Source: an optimization exercise on an open RTL-to-GDS flow (aim: small area, a short achievable clock period and few clock cycles per item). Production flows keep margins and buffers that such runs may drop. Where RTL was checked, it was by simulation tests only, not by an equivalence proof against the original.

==> v25: inputs <==
// fma32
module fma32 (
    input  wire        clk,
    input  wire        rst,         
    input  wire        in_valid,
    input  wire [31:0] a,
    input  wire [31:0] b,
    input  wire [31:0] c,
    input  wire        strict,      
    input  wire [1:0]  rnd,         
    output reg         out_valid,
    output wire [31:0] result,
    output wire [3:0]  flags        
);
export LEC_CHECK = 0
export CAP_MARGIN = 20
export CORE_MARGIN = 2
export CORE_UTILIZATION = 40
export SLEW_MARGIN = 20
create_clock -name core_clock -period 28.0 [get_ports {clk}]
standard.sh (not shown) runs the stock make flow with config.mk's settings and CLKGATE_MAP_FILE= SYNTH_SCRIPT=/design/flow/synth_recipe.tcl, a recipe that flattens the netlist after the stock synthesis.
==> flow/flow/run.sh <==
#!/bin/bash
set -e
export SETUP_SLACK_MARGIN=21
bash standard.sh > standard.log 2>&1
==> v8: changes against v25 <==
--- a/flow/design.v
+++ b/flow/design.v
@@ -47,19 +47,20 @@
             s_sign = sp; s_quiet = 1'b0;
         end else if (c_inf) begin
             s_sign = sc; s_quiet = 1'b0;
         end else begin
             s_sign = (sp == sc) ? sp : (rm == RDN);
             s_expff = 1'b0; s_quiet = 1'b0;
         end
     end
-    wire [23:0] ma = {~a_e0, fa & {23{~a_e0 | strict}}};
-    wire [23:0] mb = {~b_e0, fb & {23{~b_e0 | strict}}};
-    wire [23:0] mc = {~c_e0, fc & {23{~c_e0 | strict}}};
+    wire        ckill = ~strict & c_e0 & ~c_f0;
+    wire [23:0] ma = {~a_e0, fa};
+    wire [23:0] mb = {~b_e0, fb};
+    wire [23:0] mc = {~c_e0, fc};
     wire [7:0]  xa = {ea[7:1], ea[0] | a_e0};
     wire [7:0]  xb = {eb[7:1], eb[0] | b_e0};
     wire [7:0]  xc = {ec[7:1], ec[0] | c_e0};
     wire [9:0] xab  = {2'b0, xa} + {2'b0, xb};
     wire signed [10:0] rs_raw = {3'b0, ea} + {3'b0, eb} + {3'b111, ~ec}
                               + {10'd0, a_e0} + {10'd0, b_e0} + {10'd0, ~c_e0} + 11'd1948;
     wire       clamp = rs_raw[10] | prod_zero;
     wire       big   = ~clamp & (rs_raw[9:0] > 10'd77);
@@ -69,67 +70,69 @@
     wire [76:0] cal = {mc, 53'd0} >> rs;
     reg         cst;
     integer     i;
     always @* begin
         cst = 1'b0;
         for (i = 0; i < 24; i = i + 1)
             if (rs > 7'd53 + i[6:0]) cst = cst | mc[i];
     end
-    wire        cstick = big ? (mc != 24'd0) : cst;
-    wire [76:0] calb   = big ? 77'd0 : cal;
+    wire        cstick = ~ckill & (big ? (mc != 24'd0) : cst);
+    wire [76:0] calb   = (big | ckill) ? 77'd0 : cal;
     wire [77:0] cw     = {1'b0, calb[76:1], calb[0] | cstick};
     wire [78:0] cx     = {1'b0, cw} ^ {79{eff_sub}};
     wire [78:0] xr;
     wire [52:0] yr;
     fma_tree u_tree (.x(ma), .y(mb), .cx(cx), .xr(xr), .yr(yr));
     reg [78:0] r1_xr;
     reg [52:0] r1_yr;
-    reg signed [10:0] r1_etop;
+    reg signed [10:0] r1_etop;    
     reg        r1_sp, r1_sub, r1_strict, r1_uf;
     reg [1:0]  r1_rm;
     reg        r1_spec, r1_ssign, r1_sexpff, r1_squiet, r1_sinv;
     reg [21:0] r1_spay;
     always @(posedge clk) begin
-        r1_xr <= xr; r1_yr <= yr; r1_etop <= etop; r1_sp <= sp; r1_sub <= eff_sub;
+        r1_xr <= xr; r1_yr <= yr; r1_etop <= etop + 11'sd24; r1_sp <= sp; r1_sub <= eff_sub;
         r1_strict <= strict; r1_uf <= in_uf; r1_rm <= rm;
         r1_spec <= spec; r1_ssign <= s_sign; r1_sexpff <= s_expff;
         r1_squiet <= s_quiet; r1_sinv <= s_inv; r1_spay <= s_pay;
     end
     wire [77:0] mag;
     wire        neg;
     fma_cpa u_cpa (.xr(r1_xr), .yr(r1_yr), .sub(r1_sub), .mag(mag), .neg(neg));
-    wire signed [10:0] mpos = 11'sd78 - r1_etop;
+    wire signed [10:0] mpos = 11'sd102 - r1_etop;
     wire        tiny  = (mpos > 11'sd101);
     wire [101:0] marker = (mpos[10] | tiny) ? 102'd0 : (102'd1 << mpos[6:0]);
     wire [6:0]  t;
     fma_lzc u_lzc (.mag(mag), .marker(marker), .t(t));
-    reg [77:0] r2_mag;
-    reg [6:0]  r2_t;
+    wire [23:0] mnz;
+    wire        rbz, stkz;
+    fma_shift u_shift (.mag(mag), .t(t), .mn(mnz), .rb(rbz), .stk(stkz));
+    wire        mzero = (mag == 78'd0);
+    reg [23:0] r2_mnz;
     reg signed [10:0] r2_etop;
+    reg [6:0]  r2_t;
+    reg        r2_rbz, r2_stkz, r2_mzero;
     reg        r2_tiny, r2_sign, r2_strict, r2_uf;
     reg [1:0]  r2_rm;
     reg        r2_spec, r2_ssign, r2_sexpff, r2_squiet, r2_sinv;
     reg [21:0] r2_spay;
     always @(posedge clk) begin
-        r2_mag <= mag; r2_t <= t; r2_etop <= r1_etop; r2_tiny <= tiny;
+        r2_mnz <= mnz; r2_rbz <= rbz; r2_stkz <= stkz; r2_mzero <= mzero;
+        r2_etop <= r1_etop; r2_t <= t; r2_tiny <= tiny;
         r2_sign <= r1_sp ^ neg;
         r2_strict <= r1_strict; r2_uf <= r1_uf; r2_rm <= r1_rm;
         r2_spec <= r1_spec; r2_ssign <= r1_ssign; r2_sexpff <= r1_sexpff;
         r2_squiet <= r1_squiet; r2_sinv <= r1_sinv; r2_spay <= r1_spay;
     end
-    wire        r2_mzero = (r2_mag == 78'd0);
-    wire [23:0] mnz;
-    wire        rbz, stkz;
-    fma_shift u_shift (.mag(r2_mag), .t(r2_t), .mn(mnz), .rb(rbz), .stk(stkz));
-    wire [23:0] mn  = r2_tiny ? 24'd0 : mnz;
-    wire        r2_rb  = ~r2_tiny & rbz;
-    wire        r2_stk = r2_tiny | stkz;
+    wire [23:0] mn  = r2_tiny ? 24'd0 : r2_mnz;
+    wire        r2_rb  = ~r2_tiny & r2_rbz;
+    wire        r2_stk = r2_tiny | r2_stkz;
     wire        normal = mn[23];
-    wire signed [10:0] e_norm = r2_etop + 11'sd24 - $signed({4'd0, r2_t});
+    wire signed [10:0] e_norm = r2_etop - $signed({4'd0, r2_t});
     wire [7:0]  r2_efld = normal ? e_norm[7:0] : 8'd0;
     wire        r2_povf = normal & (e_norm >= 11'sd255);
     wire [22:0] r2_mn = mn[22:0];
     wire inexact = r2_rb | r2_stk;
     reg  inc;
     always @* begin
         case (r2_rm)
             RNE:     inc = r2_rb & (r2_stk | r2_mn[0]);
==> flow/flow/run.sh (replaced) <==
#!/bin/bash
set -e
export SETUP_SLACK_MARGIN=21.4
bash standard.sh > standard.log 2>&1
==> flow/config.mk (replaced) <==
export PLATFORM = sky130hd
export DESIGN_NAME = fma32
export DESIGN_NICKNAME = fma32
export VERILOG_FILES = /design/flow/design.v
export SDC_FILE = /design/flow/constraint.sdc
export NUM_CORES = 4
export LEC_CHECK = 0
export ABC_AREA = 1
export CAP_MARGIN = 20
export CORE_MARGIN = 2
export CORE_UTILIZATION = 40
export SLEW_MARGIN = 20
==> qor summary <==
metric                                                                          v8                       v25
Xor-xnor portion of the synthesized cell area                               0.0997                    0.0446
Avg Synthesized Cell Area                                                6.83 um^2                 7.88 um^2
Area taken by flip-flops and latches                                     7580 um^2                 8600 um^2
Status                                                     complete, no violations   complete, no violations
Count of distinct cell types in the synthesized netlist                         68                       110
Max stage delay cell, worst path                          sky130_fd_sc_hd__dfxtp_2  sky130_fd_sc_hd__dfxtp_1
# fillers                                                                    10696                     11771
Hold Slack                                                                  314 ps                    326 ps
Post-route worst setup slack                                              21320 ps                  21060 ps
Buffer share of cell area                                                   0.0545                    0.0561
Maximum frequency from static timing analysis                            0.150 GHz                 0.144 GHz
Worst slew margin relative to its limit                                      0.222                     0.196
Routed length on met2                                                     81700 um                  91900 um
Mux cell area share after synthesis                                        0.00143                    0.0541
Final non-filler cell area                                              47100 um^2                52500 um^2
Share of the final layout cell area in multi-input gates                     0.652                     0.686
Testbench counts of v8, summed over its fixed seeds: cycles 12,024, items 12,000.
Function not checked in v25: the RTL went through the layout flow alone.

## re-timing with driven ports
No port has a modelled driver above. Below, the same layouts with a new extraction and two added sets of constraints. Step 1, drivers: a clkbuf_16 drives clk and a buf_2 each remaining input, both assumed. Step 2, shift: input delay + t, output delay - t, t = (earliest + latest rising clock arrival at the registers) / 2. This alone moves slack from input paths to output paths. a / b / c = ideal / step 1 / step 2; a / b = the first two.
run | t (ns) | setup WS [ns] | worst register clock-pin slew, ns
v25 | 0.746 | 21.060 / 20.981 / 21.143 | 0.08 / 0.08
v8 | 0.688 | 21.322 / 21.257 / 21.639 | 0.07 / 0.07
After both steps every run listed still meets setup and hold.
